Context: an optimization exercise on an open-source flow, tuned for small area, a short achievable clock period and few clock cycles. The choices shown serve that exercise and are no tape-out recipe.
At most, simulation tests tie the RTL to the original design; equivalence was not proved.
Power and IR drop assume default switching activity.

==> trial 79 <==
## real48_fpu
module real48_fpu (
    input  wire        clk,
    input  wire        rst,
    input  wire        in_valid,
    output wire        in_ready,
    input  wire [3:0]  in_op,
    input  wire [3:0]  in_cond,
    input  wire [47:0] in_a,
    input  wire [47:0] in_b,
    output reg         out_valid,
    output reg  [47:0] out_result,
    output reg         out_ovf,
    output reg         out_finv
);
    localparam OP_MOV = 4'h0, OP_ADD = 4'h1, OP_SUB = 4'h2, OP_MUL = 4'h3,
               OP_NEG = 4'h5, OP_ABS = 4'h6, OP_MIN = 4'h8, OP_MAX = 4'h9,
               OP_CMP = 4'hA;
    assign in_ready = 1'b1;
    function [5:0] tzc;
        input [35:0] f;
        integer i;
        begin
            tzc = 6'd36;
            for (i = 35; i >= 0; i = i - 1)
                if (f[i]) tzc = i[5:0];
        end
    endfunction
    reg        v1;
    reg [3:0]  op1, cond1;
    reg [47:0] a1, b1;
    always @(posedge clk) begin
        v1    <= in_valid & ~rst;
        op1   <= in_op;
        cond1 <= in_cond;
        a1    <= in_a;
        b1    <= in_b;
    end
    wire        sa = a1[47];
    wire        sb = b1[47];
    wire [10:0] ea = a1[46:36];
    wire [10:0] eb = b1[46:36];
    wire [35:0] fa = a1[35:0];
    wire [35:0] fb = b1[35:0];
    wire a_zero = (ea == 11'd0);
    wire b_zero = (eb == 11'd0);
    wire a_e1   = (ea == 11'h7FF);
    wire b_e1   = (eb == 11'h7FF);
    wire a_f0   = (fa == 36'd0);
    wire b_f0   = (fb == 36'd0);
    wire a_nan  = a_e1 & ~a_f0;
    wire b_nan  = b_e1 & ~b_f0;
    wire a_inf  = a_e1 & a_f0;
    wire b_inf  = b_e1 & b_f0;
    wire is_add = (op1 == OP_ADD);
    wire is_sub = (op1 == OP_SUB);
    wire is_as  = is_add | is_sub;
    wire is_mul = (op1 == OP_MUL);
  ...
Settings: LEC_CHECK=0, CAP_MARGIN=20, CORE_MARGIN=2, CORE_UTILIZATION=55, SLEW_MARGIN=20, SYNTH_HIERARCHICAL=1; clock period 22.0 ns.
run.sh (not shown) runs the stock make flow with config.mk's settings and CLKGATE_MAP_FILE= SYNTH_SCRIPT=/design/flow/synth_recipe.tcl, a recipe that flattens the netlist after the stock synthesis.
==> trial 7: changes against trial 79 <==
--- a/flow/design.v
+++ b/flow/design.v
@@ -3,19 +3,17 @@
     input  wire signed [13:0] exp,      
     input  wire        [36:0] mant,     
     input  wire               guard,
     input  wire               sticky,
     output wire        [47:0] result,
     output wire               ovf
 );
     wire        round_up = guard & (sticky | mant[0]);
-    reg  [35:0] frac_inc;
-    integer k;
-    always @* for (k = 0; k < 36; k = k + 1) frac_inc[k] = mant[k] ^ ((k == 0) ? 1'b1 : &(mant[35:0] & ((36'd1 << k) - 36'd1) | ~((36'd1 << k) - 36'd1)));
+    wire [35:0] frac_inc = mant[35:0] + 36'd1;
     wire        all_ones = &mant[35:0];
     wire        carry    = round_up & all_ones;    
     wire [35:0] frac     = round_up ? frac_inc : mant[35:0];
     wire uf0 = exp < -14'sd1022;
     wire uf1 = exp < -14'sd1023;
     wire of0 = exp > 14'sd1023;
     wire of1 = exp > 14'sd1022;
     wire [10:0] bexp0 = exp[10:0] + 11'd1023;
@@ -73,91 +71,16 @@
         for (i = 0; i < 2; i = i + 1) begin : l5
             assign v5[i] = v4[2*i+1] | v4[2*i];
             assign c5[5*i+4:5*i] = v4[2*i+1] ? {1'b0, c4[8*i+7:8*i+4]} : {1'b1, c4[8*i+3:8*i]};
         end
     endgenerate
     assign nz = v5[1] | v5[0];
     assign lz = v5[1] ? {1'b0, c5[9:5]} : {1'b1, c5[4:0]};
 endmodule
-module r48_fcmp (
-    input  wire [35:0] a,
-    input  wire [35:0] b,
-    output wire        lt,      
-    output wire        eq       
-);
-    wire [63:0] pa = {a, 28'd0};
-    wire [63:0] pb = {b, 28'd0};
-    wire [63:0] l0 = ~pa & pb;
-    wire [63:0] e0 = ~(pa ^ pb);
-    wire [31:0] l1, e1;
-    wire [15:0] l2, e2;
-    wire [7:0]  l3, e3;
-    wire [3:0]  l4, e4;
-    wire [1:0]  l5, e5;
-    genvar i;
-    generate
-        for (i = 0; i < 32; i = i + 1) begin : g1
-            assign l1[i] = l0[2*i+1] | (e0[2*i+1] & l0[2*i]);
-            assign e1[i] = e0[2*i+1] & e0[2*i];
-        end
-        for (i = 0; i < 16; i = i + 1) begin : g2
-            assign l2[i] = l1[2*i+1] | (e1[2*i+1] & l1[2*i]);
-            assign e2[i] = e1[2*i+1] & e1[2*i];
-        end
-        for (i = 0; i < 8; i = i + 1) begin : g3
-            assign l3[i] = l2[2*i+1] | (e2[2*i+1] & l2[2*i]);
-            assign e3[i] = e2[2*i+1] & e2[2*i];
-        end
-        for (i = 0; i < 4; i = i + 1) begin : g4
-            assign l4[i] = l3[2*i+1] | (e3[2*i+1] & l3[2*i]);
-            assign e4[i] = e3[2*i+1] & e3[2*i];
-        end
-        for (i = 0; i < 2; i = i + 1) begin : g5
-            assign l5[i] = l4[2*i+1] | (e4[2*i+1] & l4[2*i]);
-            assign e5[i] = e4[2*i+1] & e4[2*i];
-        end
-    endgenerate
-    assign lt = l5[1] | (e5[1] & l5[0]);
-    assign eq = e5[1] & e5[0];
-endmodule
-module r48_ksadd #(
-    parameter W = 41
-) (
-    input  wire [W-1:0] a,
-    input  wire [W-1:0] b,
-    input  wire         ci,
-    output wire [W-1:0] s,
-    output wire         co
-);
-    localparam N = W + 1;
-    localparam L = (N <= 2) ? 1 : (N <= 4) ? 2 : (N <= 8) ? 3 : (N <= 16) ? 4 : (N <= 32) ? 5 : (N <= 64) ? 6 : 7;
-    wire [N-1:0] x  = {a, ci};
-    wire [N-1:0] y  = {b, ci};
-    wire [N-1:0] p0 = x ^ y;
-    wire [N*(L+1)-1:0] G, P;
-    assign G[N-1:0] = x & y;
-    assign P[N-1:0] = p0;
-    genvar l, i;
-    generate
-        for (l = 0; l < L; l = l + 1) begin : lvl
-            for (i = 0; i < N; i = i + 1) begin : bt
-                if (i >= (1 << l)) begin : m
-                    assign G[(l+1)*N+i] = G[l*N+i] | (P[l*N+i] & G[l*N+i-(1<<l)]);
-                    assign P[(l+1)*N+i] = P[l*N+i] & P[l*N+i-(1<<l)];
-                end else begin : c
-                    assign G[(l+1)*N+i] = G[l*N+i];
-                    assign P[(l+1)*N+i] = P[l*N+i];
-                end
-            end
-        end
-    endgenerate
-    assign s  = p0[N-1:1] ^ G[L*N+N-2:L*N];
-    assign co = G[L*N+N-1];
-endmodule
 module r48_multree (
     input  wire [35:0] fa,
     input  wire [35:0] fb,
     output wire [73:0] sn,
     output wire [73:0] cn
 );
     wire t0 = fb[0];
     wire t1 = (fb[1] & ~fb[0]);
@@ -3161,27 +3084,21 @@
     wire is_mov = (op1 == OP_MOV);
     wire is_neg = (op1 == OP_NEG);
     wire is_abs = (op1 == OP_ABS);
     wire is_min = (op1 == OP_MIN);
     wire is_max = (op1 == OP_MAX);
     wire is_cmp = (op1 == OP_CMP);
     wire is_mna = is_mov | is_neg | is_abs;
     wire is_mm  = is_min | is_max;
-    wire [10:0] d_ab, d_ba;
-    wire        c_ab, c_ba;
-    r48_ksadd #(.W(11)) u_dab (.a(ea), .b(~eb), .ci(1'b1), .s(d_ab), .co(c_ab));
-    r48_ksadd #(.W(11)) u_dba (.a(eb), .b(~ea), .ci(1'b1), .s(d_ba), .co(c_ba));
-    wire e_lt = ~c_ab;                      
-    wire e_eq = (ea == eb);
-    wire f_lt, f_eq;
-    r48_fcmp u_fcmp (.a(fa), .b(fb), .lt(f_lt), .eq(f_eq));
-    wire mag_lt = e_lt | (e_eq & ~a_zero & f_lt);
-    wire mag_eq = e_eq & (a_zero | f_eq);
-    wire mag_gt = ~mag_lt & ~mag_eq;
+    wire [46:0] ka = {ea, a_zero ? 36'd0 : fa};
+    wire [46:0] kb = {eb, b_zero ? 36'd0 : fb};
+    wire mag_gt = ka > kb;
+    wire mag_eq = ka == kb;
+    wire mag_lt = ~mag_gt & ~mag_eq;
     wire both_zero = a_zero & b_zero;
     wire eq  = mag_eq & ((sa == sb) | a_zero);
     wire lt  = (~sa & ~sb & mag_lt) | (sa & sb & mag_gt) | (sa & ~sb & ~both_zero);
     wire a_below = lt | (both_zero & sa & ~sb);
     wire b_below = (~lt & ~eq) | (both_zero & sb & ~sa);
     reg cmp;
     always @* begin
         case (cond1)
@@ -3194,46 +3111,46 @@
             default: cmp = 1'b0;
         endcase
     end
     wire sel_b = is_as ? mag_lt : ((is_min & b_below) | (is_max & a_below));
     wire        sb_eff  = sb ^ is_sub;
     wire        s_big   = sel_b ? sb_eff : sa;
     wire [10:0] e_big   = sel_b ? eb : ea;
     wire [35:0] f_big   = sel_b ? fb : fa;
+    wire [10:0] e_small = sel_b ? ea : eb;
+    wire [35:0] f_small = sel_b ? fa : fb;
+    wire        small_zero = sel_b ? a_zero : b_zero;
     wire        big_zero   = sel_b ? b_zero : a_zero;
     wire        big_inf    = sel_b ? b_inf : a_inf;
     wire        eff_sub = is_as & (sa ^ sb_eff);
     wire [5:0] tza = tzc(fa);
     wire [5:0] tzb = tzc(fb);
-    wire [10:0] shift     = e_lt ? d_ba[10:0] : d_ab[10:0];
-    wire        add_small = is_as & ~(e_lt ? a_zero : b_zero);
-    wire [36:0] m_small   = add_small ? {1'b1, e_lt ? fa : fb} : 37'd0;
-    wire [5:0]  tz_small  = e_lt ? tza : tzb;
+    wire [5:0] tz_small = sel_b ? tza : tzb;
+    wire        add_small = is_as & ~small_zero;
+    wire [36:0] m_small = add_small ? {1'b1, f_small} : 37'd0;
+    wire [10:0] shift   = e_big - e_small;
     wire [38:0] y_sh    = (shift[10:6] != 5'd0) ? 39'd0 : ({m_small, 2'b00} >> shift[5:0]);
     wire        sticky  = add_small & ({1'b0, shift} >= {6'd0, tz_small} + 12'd3);
-    wire        y_a     = is_as & e_eq & mag_lt;
     wire [40:0] x_op = {1'b0, 1'b1, f_big, 3'b000};
-    wire [40:0] y_op = y_a ? {1'b0, 1'b1, fa, 3'b000} : {1'b0, y_sh, sticky};
-    wire [40:0] sum;
-    wire        sum_co;
-    r48_ksadd #(.W(41)) u_sum (.a(x_op), .b(y_op ^ {41{eff_sub}}), .ci(eff_sub), .s(sum), .co(sum_co));
+    wire [40:0] y_op = {1'b0, y_sh, sticky};
+    wire [40:0] sum  = x_op + (y_op ^ {41{eff_sub}}) + {40'd0, eff_sub};
     wire [73:0] sn, cn;
     r48_multree u_tree (.fa(fa), .fb(fb), .sn(sn), .cn(cn));
     wire [34:0] lo_g = ~sn[34:0] & ~cn[34:0];
     wire [34:0] lo_p = ~sn[34:0] | ~cn[34:0];
-    reg  [6:0]  grp_g, grp_p;
+    reg  [4:0]  grp_g, grp_p;
     integer gi, gj;
     always @* begin
-        for (gi = 0; gi < 7; gi = gi + 1) begin
+        for (gi = 0; gi < 5; gi = gi + 1) begin
             grp_g[gi] = 1'b0;
             grp_p[gi] = 1'b1;
-            for (gj = 0; gj < 5; gj = gj + 1) begin
-                grp_g[gi] = lo_g[5*gi+gj] | (lo_p[5*gi+gj] & grp_g[gi]);
-                grp_p[gi] = grp_p[gi] & lo_p[5*gi+gj];
+            for (gj = 0; gj < 7; gj = gj + 1) begin
+                grp_g[gi] = lo_g[7*gi+gj] | (lo_p[7*gi+gj] & grp_g[gi]);
+                grp_p[gi] = grp_p[gi] & lo_p[7*gi+gj];
             end
         end
     end
     wire lo_sticky = ({1'b0, tza} + {1'b0, tzb}) < 7'd35;
     wire [11:0] e_sum = {1'b0, ea} + {1'b0, eb};
     reg        sp, sp_sign, sp_e1, sp_nan, sp_lsb, finv;
     always @* begin
         sp = 1'b1; sp_sign = 1'b0; sp_e1 = 1'b0; sp_nan = 1'b0; sp_lsb = 1'b0; finv = 1'b0;
@@ -3270,17 +3187,17 @@
             sp_lsb = (a_nan | b_nan) ? (cond1 == 4'h1) : cmp;
         end
     end
     wire sign1 = is_mul ? (sa ^ sb) : (is_abs ? 1'b0 : (is_neg ? ~s_big : s_big));
     reg        v2, mul2, sp2, sp_sign2, sp_e12, sp_nan2, sp_lsb2, finv2, sign2;
     reg [40:0] sum2;
     reg [10:0] e_big2;
     reg [38:0] sn2, cn2;
-    reg [6:0]  grp_g2, grp_p2;
+    reg [4:0]  grp_g2, grp_p2;
     reg        lo_sticky2;
     reg [11:0] e_sum2;
     always @(posedge clk) begin
         v2       <= v1 & ~rst;
         mul2     <= is_mul;
         sp2      <= sp;
         sp_sign2 <= sp_sign;
         sp_e12   <= sp_e1;
@@ -3301,22 +3218,21 @@
     wire       sum_nz;
     r48_lzc u_lzc (.x(sum2), .lz(lz), .nz(sum_nz));
     wire [40:0] norm = sum2 << lz;
     wire signed [13:0] add_exp = $signed({3'b000, e_big2}) - 14'sd1022 - $signed({8'd0, lz});
     reg c35;
     integer ci;
     always @* begin
         c35 = 1'b0;
-        for (ci = 0; ci < 7; ci = ci + 1)
+        for (ci = 0; ci < 5; ci = ci + 1)
             c35 = grp_g2[ci] | (grp_p2[ci] & c35);
     end
-    wire [38:0] p_hi;                          
-    wire        p_co;
-    r48_ksadd #(.W(39)) u_hi (.a(~sn2), .b(~cn2), .ci(c35), .s(p_hi), .co(p_co));
+    wire [39:0] hi_sum = {~sn2, 1'b1} + {~cn2, c35};
+    wire [38:0] p_hi = hi_sum[39:1];           
     wire        top  = p_hi[38];
     wire signed [13:0] mul_exp = $signed({2'b00, e_sum2}) - 14'sd2046 + $signed({13'd0, top});
     wire [36:0] mant  = mul2 ? (top ? p_hi[38:2] : p_hi[37:1]) : norm[40:4];
     wire        guard = mul2 ? (top ? p_hi[1] : p_hi[0]) : norm[3];
     wire        stk   = mul2 ? ((top & p_hi[0]) | lo_sticky2) : (norm[2:0] != 3'd0);
     wire signed [13:0] exp = mul2 ? mul_exp : add_exp;
     wire [47:0] r_res;
     wire        r_ovf;
CORE_UTILIZATION = 40   (was 55)
==> comparison <==
Against trial 7, the non-clock buffer count of trial 79 is higher by 4. Sequential share of layout area is about the same in trial 7 and trial 79. Against trial 7, the first-iteration DRC count of trial 79 is larger by about 6%. Total power: trial 79 is larger than trial 7 (10%). Between trial 79 and trial 7, the lower worst hold slack is in trial 79 (gap 0.0068 ns). Trial 79 completed without violations. Trial 7 finished clean. Between trial 7 and trial 79, the lower register-to-register slack is in trial 7 (gap 3.5 ns). In trial 7 the utilization is lower than in trial 79, by 16 points. Between trial 7 and trial 79, the lower via count is in trial 7 (gap 2.3%, measured against trial 79). Against trial 79, the worst setup slack of trial 7 is lower by 3.5 ns.
Testbench counts of trial 79, summed over its fixed seeds: cycles 32,024.
Only the layout flow was run in trial 7; the RTL was not checked for function there.


==> inputs of quartz <==
real48_fpu, a different RTL version from the one above (not shown whole).
==> flow/design.v (excerpt) <==
module real48_fpu (
    input  wire        clk,
    input  wire        rst,
    input  wire        in_valid,
    output wire        in_ready,
    input  wire [3:0]  in_op,
    input  wire [3:0]  in_cond,
    input  wire [47:0] in_a,
    input  wire [47:0] in_b,
    output reg         out_valid,
    output reg  [47:0] out_result,
    output reg         out_ovf,
    output reg         out_finv
);
make LEC_CHECK=0 CAP_MARGIN=20 CORE_MARGIN=2 CORE_UTILIZATION=60 SLEW_MARGIN=20 SYNTH_HIERARCHICAL=1 finish   # period 22.0 ns
==> pepper (differences from quartz) <==
--- a/flow/design.v
+++ b/flow/design.v
@@ -24,14 +24,40 @@
     wire        of    = carry ? of1 : of0;
     wire [10:0] bexp  = carry ? bexp1 : bexp0;
     assign ovf    = of & ~uf;
     assign result = uf ? {sign, 47'd0}
                   : of ? {sign, 11'h7FF, 36'd0}
                   : {sign, bexp, frac};
 endmodule
+module r48_stage3 (
+    input  wire [40:0]        sum,
+    input  wire [5:0]         lz,
+    input  wire               nz,
+    input  wire signed [13:0] e_base,
+    input  wire               sign,
+    input  wire               sp,
+    input  wire               sp_sign,
+    input  wire               sp_e1,
+    input  wire               sp_nan,
+    input  wire               sp_lsb,
+    output wire [47:0]        result,
+    output wire               ovf
+);
+    wire [40:0] norm = sum << lz;
+    wire signed [13:0] exp = e_base - $signed({8'd0, lz});
+    wire [47:0] r_res;
+    wire        r_ovf;
+    r48_round u_round (
+        .sign(sign), .exp(exp), .mant(norm[40:4]), .guard(norm[3]), .sticky(norm[2:0] != 3'd0),
+        .result(r_res), .ovf(r_ovf)
+    );
+    assign result = sp ? {sp_sign, {11{sp_e1}}, sp_nan, 34'd0, sp_lsb}
+                  : nz ? r_res : 48'd0;
+    assign ovf    = ~sp & nz & r_ovf;
+endmodule
 module r48_lzc (
     input  wire [40:0] x,
     output wire [5:0]  lz,      
     output wire        nz       
 );
     wire [63:0] p = {x, 23'd0};
     wire [31:0] v1;
@@ -115,45 +141,71 @@
             assign l5[i] = l4[2*i+1] | (e4[2*i+1] & l4[2*i]);
             assign e5[i] = e4[2*i+1] & e4[2*i];
         end
     endgenerate
     assign lt = l5[1] | (e5[1] & l5[0]);
     assign eq = e5[1] & e5[0];
 endmodule
-module r48_ksadd #(
+module r48_ksprefix #(
     parameter W = 41
 ) (
     input  wire [W-1:0] a,
     input  wire [W-1:0] b,
-    input  wire         ci,
-    output wire [W-1:0] s,
-    output wire         co
+    output wire [W-1:0] g,
+    output wire [W-1:0] p
 );
     localparam L = (W <= 2) ? 1 : (W <= 4) ? 2 : (W <= 8) ? 3 : (W <= 16) ? 4 : (W <= 32) ? 5 : (W <= 64) ? 6 : 7;
-    wire [W-1:0] p0 = a ^ b;
     wire [W*(L+1)-1:0] G, P;
     assign G[W-1:0] = a & b;
-    assign P[W-1:0] = p0;
+    assign P[W-1:0] = a ^ b;
     genvar l, i;
     generate
         for (l = 0; l < L; l = l + 1) begin : lv
             for (i = 0; i < W; i = i + 1) begin : bt
                 if (i >= (1 << l)) begin : m
                     assign G[(l+1)*W+i] = G[l*W+i] | (P[l*W+i] & G[l*W+i-(1<<l)]);
                     assign P[(l+1)*W+i] = P[l*W+i] & P[l*W+i-(1<<l)];
                 end else begin : c
                     assign G[(l+1)*W+i] = G[l*W+i];
                     assign P[(l+1)*W+i] = P[l*W+i];
                 end
             end
         end
     endgenerate
-    wire [W-1:0] c = G[L*W+W-1:L*W] | (P[L*W+W-1:L*W] & {W{ci}});
-    assign s  = p0 ^ {c[W-2:0], ci};
-    assign co = c[W-1];
+    assign g = G[L*W+W-1:L*W];
+    assign p = P[L*W+W-1:L*W];
+endmodule
+module r48_stage2 (
+    input  wire [40:0] opa,
+    input  wire [40:0] opb,
+    input  wire        mul,
+    input  wire        esub,
+    input  wire [6:0]  grp_g,
+    input  wire [6:0]  grp_p,
+    input  wire        lo_sticky,
+    output wire [40:0] sum_f,
+    output wire [5:0]  lz,
+    output wire        nz
+);
+    wire g10 = grp_g[1] | (grp_p[1] & grp_g[0]);
+    wire g32 = grp_g[3] | (grp_p[3] & grp_g[2]);
+    wire p32 = grp_p[3] & grp_p[2];
+    wire g54 = grp_g[5] | (grp_p[5] & grp_g[4]);
+    wire p54 = grp_p[5] & grp_p[4];
+    wire g30 = g32 | (p32 & g10);
+    wire g64 = grp_g[6] | (grp_p[6] & g54);
+    wire p64 = grp_p[6] & p54;
+    wire c35 = g64 | (p64 & g30);
+    wire ci  = mul ? c35 : esub;
+    wire [40:0] g, p;
+    r48_ksprefix #(.W(41)) u_pre (.a(opa), .b(opb), .g(g), .p(p));
+    wire [40:0] c   = g | (p & {41{ci}});
+    wire [40:0] sum = (opa ^ opb) ^ {c[39:0], ci};
+    assign sum_f = mul ? {sum[40:2], 1'b0, lo_sticky} : sum;
+    r48_lzc u_lzc (.x(sum_f), .lz(lz), .nz(nz));
 endmodule
 module r48_cmp6 (
     input  wire [5:0] a,
     input  wire [5:0] b,
     output wire       lt,       
     output wire       eq        
 );
@@ -3072,15 +3124,20 @@
     assign cn[73] = t2113;
 endmodule
 module r48_fa (input wire a, input wire b, input wire ci, output wire s, output wire co);
     assign s  = a ^ b ^ ci;
     assign co = (a & b) | (ci & (a ^ b));
 endmodule
 module r48_bpp (input wire s1, input wire s2, input wire ng, input wire a1, input wire a0, output wire ppn);
-    assign ppn = ~((s1 & a1) | (s2 & a0)) ^ ng;
+    wire m;
+    r48_ao22 u_m (.a(s1), .b(a1), .c(s2), .d(a0), .y(m));
+    assign ppn = ~(m ^ ng);
+endmodule
+module r48_ao22 (input wire a, input wire b, input wire c, input wire d, output wire y);
+    assign y = (a & b) | (c & d);
 endmodule
 module r48_ha (input wire a, input wire b, output wire s, output wire co);
     assign s  = a ^ b;
     assign co = a & b;
 endmodule
 module real48_fpu (
     input  wire        clk,
@@ -3161,16 +3218,23 @@
     wire is_min = (op1 == OP_MIN);
     wire is_max = (op1 == OP_MAX);
     wire is_cmp = (op1 == OP_CMP);
     wire is_mna = is_mov | is_neg | is_abs;
     wire is_mm  = is_min | is_max;
     wire [10:0] d_ab, d_ba;
     wire        c_ab, c_ba;
-    r48_ksadd #(.W(11)) u_dab (.a(ea), .b(~eb), .ci(1'b1), .s(d_ab), .co(c_ab));
-    r48_ksadd #(.W(11)) u_dba (.a(eb), .b(~ea), .ci(1'b1), .s(d_ba), .co(c_ba));
+    wire [10:0] gab, pab, gba, pba;
+    r48_ksprefix #(.W(11)) u_dab (.a(ea), .b(~eb), .g(gab), .p(pab));
+    r48_ksprefix #(.W(11)) u_dba (.a(eb), .b(~ea), .g(gba), .p(pba));
+    wire [10:0] cab = gab | pab;
+    wire [10:0] cba = gba | pba;
+    assign d_ab = (ea ^ ~eb) ^ {cab[9:0], 1'b1};
+    assign d_ba = (eb ^ ~ea) ^ {cba[9:0], 1'b1};
+    assign c_ab = cab[10];
+    assign c_ba = cba[10];
     wire e_lt = ~c_ab;                      
     wire e_eq = (ea == eb);
     wire f_lt, f_eq;
     r48_fcmp u_fcmp (.a(fa), .b(fb), .lt(f_lt), .eq(f_eq));
     wire mag_lt = e_lt | (e_eq & ~a_zero & f_lt);
     wire mag_eq = e_eq & (a_zero | f_eq);
     wire mag_gt = ~mag_lt & ~mag_eq;
@@ -3292,31 +3356,22 @@
         opa2     <= opa;
         opb2     <= opb;
         grp_g2   <= grp_g;
         grp_p2   <= grp_p;
         lo_sticky2 <= lo_sticky;
         e_x2     <= e_x;
     end
-    wire g10 = grp_g2[1] | (grp_p2[1] & grp_g2[0]);
-    wire g32 = grp_g2[3] | (grp_p2[3] & grp_g2[2]);
-    wire p32 = grp_p2[3] & grp_p2[2];
-    wire g54 = grp_g2[5] | (grp_p2[5] & grp_g2[4]);
-    wire p54 = grp_p2[5] & grp_p2[4];
-    wire g30 = g32 | (p32 & g10);
-    wire g64 = grp_g2[6] | (grp_p2[6] & g54);
-    wire p64 = grp_p2[6] & p54;
-    wire c35 = g64 | (p64 & g30);
-    wire        add_c = mul2 ? c35 : esub2;
-    wire [40:0] sum;
-    wire        sum_co;
-    r48_ksadd #(.W(41)) u_sum (.a(opa2), .b(opb2), .ci(add_c), .s(sum), .co(sum_co));
-    wire [40:0] sum_f = mul2 ? {sum[40:2], 1'b0, lo_sticky2} : sum;
-    wire [5:0] lz;
-    wire       sum_nz;
-    r48_lzc u_lzc (.x(sum_f), .lz(lz), .nz(sum_nz));
+    wire [40:0] sum_f;
+    wire [5:0]  lz;
+    wire        sum_nz;
+    r48_stage2 u_s2 (
+        .opa(opa2), .opb(opb2), .mul(mul2), .esub(esub2),
+        .grp_g(grp_g2), .grp_p(grp_p2), .lo_sticky(lo_sticky2),
+        .sum_f(sum_f), .lz(lz), .nz(sum_nz)
+    );
     wire signed [13:0] e_base2 = $signed({2'b00, e_x2}) - (mul2 ? 14'sd2045 : 14'sd1022);
     reg        v3, sp3, sp_sign3, sp_e13, sp_nan3, sp_lsb3, finv3, sign3, nz3;
     reg [40:0] sum3;
     reg [5:0]  lz3;
     reg signed [13:0] e_base3;
     always @(posedge clk) begin
         v3       <= v2 & ~rst;
@@ -3328,30 +3383,21 @@
         finv3    <= finv2;
         sign3    <= sign2;
         nz3      <= sum_nz;
         sum3     <= sum_f;
         lz3      <= lz;
         e_base3  <= e_base2;
     end
-    wire [40:0] norm = sum3 << lz3;
-    wire signed [13:0] exp = e_base3 - $signed({8'd0, lz3});
-    wire [47:0] r_res;
-    wire        r_ovf;
-    r48_round u_round (
-        .sign(sign3), .exp(exp), .mant(norm[40:4]), .guard(norm[3]), .sticky(norm[2:0] != 3'd0),
-        .result(r_res), .ovf(r_ovf)
+    wire [47:0] res;
+    wire        ovf;
+    r48_stage3 u_s3 (
+        .sum(sum3), .lz(lz3), .nz(nz3), .e_base(e_base3), .sign(sign3),
+        .sp(sp3), .sp_sign(sp_sign3), .sp_e1(sp_e13), .sp_nan(sp_nan3), .sp_lsb(sp_lsb3),
+        .result(res), .ovf(ovf)
     );
     always @(posedge clk) begin
-        out_valid <= v3 & ~rst;
-        if (sp3) begin
-            out_result <= {sp_sign3, {11{sp_e13}}, sp_nan3, 34'd0, sp_lsb3};
-            out_ovf    <= 1'b0;
-        end else if (!nz3) begin
-            out_result <= 48'd0;                  
-            out_ovf    <= 1'b0;
-        end else begin
-            out_result <= r_res;
-            out_ovf    <= r_ovf;
-        end
-        out_finv <= finv3;
+        out_valid  <= v3 & ~rst;
+        out_result <= res;
+        out_ovf    <= ovf;
+        out_finv   <= finv3;
     end
 endmodule
==> flow/flow/run.sh (new file) <==
#!/bin/bash
# The standard layout (the standard.sh: standard synthesis, floorplan,
# placement, CTS, routing), except that buffer_ports buffers every input and
# output port with sky130_fd_sc_hd__buf_2 instead of the delay-buffer cell it
# picks by default. make's full output goes to standard_make.log here; each
# ORFS step keeps its own log under orfs/logs/.
set -euo pipefail
bash standard.sh "BUFFER_PORTS_ARGS=-buffer_cell sky130_fd_sc_hd__buf_2" finish > standard_make.log 2>&1
==> flow/standard.sh (new file) <==
#!/bin/bash
# synth_recipe.tcl (not shown) runs the flow's synth.tcl, then flattens the netlist and writes it again
# the make line also repeats each setting of config.mk as NAME=value (left out here)
make -C /OpenROAD-flow-scripts/flow DESIGN_CONFIG=/design/flow/config.mk WORK_HOME=/design/flow/orfs CLKGATE_MAP_FILE= SYNTH_SCRIPT=/design/flow/synth_recipe.tcl "${@:-finish}"
- CORE_UTILIZATION: 60 -> 70
removed: flow/run.sh
==> xenon (differences from quartz) <==
--- a/flow/design.v
+++ b/flow/design.v
@@ -124,36 +124,38 @@
 ) (
     input  wire [W-1:0] a,
     input  wire [W-1:0] b,
     input  wire         ci,
     output wire [W-1:0] s,
     output wire         co
 );
-    localparam L = (W <= 2) ? 1 : (W <= 4) ? 2 : (W <= 8) ? 3 : (W <= 16) ? 4 : (W <= 32) ? 5 : (W <= 64) ? 6 : 7;
-    wire [W-1:0] p0 = a ^ b;
-    wire [W*(L+1)-1:0] G, P;
-    assign G[W-1:0] = a & b;
-    assign P[W-1:0] = p0;
+    localparam N = W + 1;
+    localparam L = (N <= 2) ? 1 : (N <= 4) ? 2 : (N <= 8) ? 3 : (N <= 16) ? 4 : (N <= 32) ? 5 : (N <= 64) ? 6 : 7;
+    wire [N-1:0] x  = {a, ci};
+    wire [N-1:0] y  = {b, ci};
+    wire [N-1:0] p0 = x ^ y;
+    wire [N*(L+1)-1:0] G, P;
+    assign G[N-1:0] = x & y;
+    assign P[N-1:0] = p0;
     genvar l, i;
     generate
-        for (l = 0; l < L; l = l + 1) begin : lv
-            for (i = 0; i < W; i = i + 1) begin : bt
+        for (l = 0; l < L; l = l + 1) begin : lvl
+            for (i = 0; i < N; i = i + 1) begin : bt
                 if (i >= (1 << l)) begin : m
-                    assign G[(l+1)*W+i] = G[l*W+i] | (P[l*W+i] & G[l*W+i-(1<<l)]);
-                    assign P[(l+1)*W+i] = P[l*W+i] & P[l*W+i-(1<<l)];
+                    assign G[(l+1)*N+i] = G[l*N+i] | (P[l*N+i] & G[l*N+i-(1<<l)]);
+                    assign P[(l+1)*N+i] = P[l*N+i] & P[l*N+i-(1<<l)];
                 end else begin : c
-                    assign G[(l+1)*W+i] = G[l*W+i];
-                    assign P[(l+1)*W+i] = P[l*W+i];
+                    assign G[(l+1)*N+i] = G[l*N+i];
+                    assign P[(l+1)*N+i] = P[l*N+i];
                 end
             end
         end
     endgenerate
-    wire [W-1:0] c = G[L*W+W-1:L*W] | (P[L*W+W-1:L*W] & {W{ci}});
-    assign s  = p0 ^ {c[W-2:0], ci};
-    assign co = c[W-1];
+    assign s  = p0[N-1:1] ^ G[L*N+N-2:L*N];
+    assign co = G[L*N+N-1];
 endmodule
 module r48_cmp6 (
     input  wire [5:0] a,
     input  wire [5:0] b,
     output wire       lt,       
     output wire       eq        
 );
@@ -3292,23 +3294,21 @@
         opa2     <= opa;
         opb2     <= opb;
         grp_g2   <= grp_g;
         grp_p2   <= grp_p;
         lo_sticky2 <= lo_sticky;
         e_x2     <= e_x;
     end
-    wire g10 = grp_g2[1] | (grp_p2[1] & grp_g2[0]);
-    wire g32 = grp_g2[3] | (grp_p2[3] & grp_g2[2]);
-    wire p32 = grp_p2[3] & grp_p2[2];
-    wire g54 = grp_g2[5] | (grp_p2[5] & grp_g2[4]);
-    wire p54 = grp_p2[5] & grp_p2[4];
-    wire g30 = g32 | (p32 & g10);
-    wire g64 = grp_g2[6] | (grp_p2[6] & g54);
-    wire p64 = grp_p2[6] & p54;
-    wire c35 = g64 | (p64 & g30);
+    reg c35;
+    integer ci;
+    always @* begin
+        c35 = 1'b0;
+        for (ci = 0; ci < 7; ci = ci + 1)
+            c35 = grp_g2[ci] | (grp_p2[ci] & c35);
+    end
     wire        add_c = mul2 ? c35 : esub2;
     wire [40:0] sum;
     wire        sum_co;
     r48_ksadd #(.W(41)) u_sum (.a(opa2), .b(opb2), .ci(add_c), .s(sum), .co(sum_co));
     wire [40:0] sum_f = mul2 ? {sum[40:2], 1'b0, lo_sticky2} : sum;
     wire [5:0] lz;
     wire       sum_nz;
- CORE_UTILIZATION: 60 -> 55
- GPL_TIMING_DRIVEN: not set -> 0
==> comparison table <==
item                                                                         xenon                   pepper                   quartz
Number of signal-net inverters in the final layout                             355                      364                      371
Sequential cell area                                                      8203 µm²                 7946 µm²                 7998 µm²
Global-route met3 utilization                                               11.61%                   21.33%                   11.33%
Final weighted congestion in routability-driven placement                    1.037                    1.053                   0.9975
Cell count of the worst reg-to-reg path                                         11                       15                       16
Fraction of layout cells with a size suffix above 1                         22.57%                   11.28%                   20.40%
Detail-routed net length per standard cell                                30.39 µm                 30.73 µm                 30.10 µm
Antenna violations before repair                                                 4                       22                        9
Net switching power figure                                                6.110 mW                 5.209 mW                 5.346 mW
Result of the run                                          complete, no violations  complete, no violations  complete, no violations
Multi-input logic cell count                                                  4552                     4638                     4535
Nonclk buf count                                                               571                      270                      301
Switching part of the total power                                           49.91%                   52.52%                   53.40%
Share of cell area taken by multi-input logic gates                         70.75%                   75.61%                   74.66%
Total number of nets in the final design                                      6874                     6665                     6606
P_clk                                                                     0.820 mW                 0.864 mW                 0.813 mW
Clock network area share                                                    2.509%                   2.935%                   2.675%
Testbench counts of quartz, summed over its fixed seeds: cycles 32,032.
Testbench counts of pepper, summed over its fixed seeds: cycles 32,032.
Testbench counts of xenon, summed over its fixed seeds: cycles 32,032.

separate check: timing with driven ports:
How much do the figures lean on ideal ports? The routed layouts below were timed once more, with nothing changed but the port constraints. Step 1: set_driving_cell puts a clkbuf_16 on clk and a buf_2 on each other input, an assumption about the parent block. Step 2, shift: input delay + t, output delay - t, t = (earliest + latest rising clock arrival at the registers) / 2. This alone moves slack from input paths to output paths. Three values: ideal ports, drivers, drivers and shift; two values: the first two.
run | shift t [ns] | setup slack, ns | hold slack, ns
trial 79 | 0.712 | 13.890 / 13.890 / 13.890 | 0.330 / 0.330 / 0.330
trial 7 | 0.716 | 10.360 / 10.360 / 10.360 | 0.337 / 0.337 / 0.337
quartz | 0.723 | 15.932 / 15.932 / 15.932 | 0.325 / 0.325 / 0.325
pepper | 0.758 | 16.167 / 16.167 / 16.167 | 0.324 / 0.324 / 0.324
xenon | 0.722 | 15.781 / 15.781 / 15.781 | 0.326 / 0.326 / 0.326
After both steps every run listed still meets setup and hold.
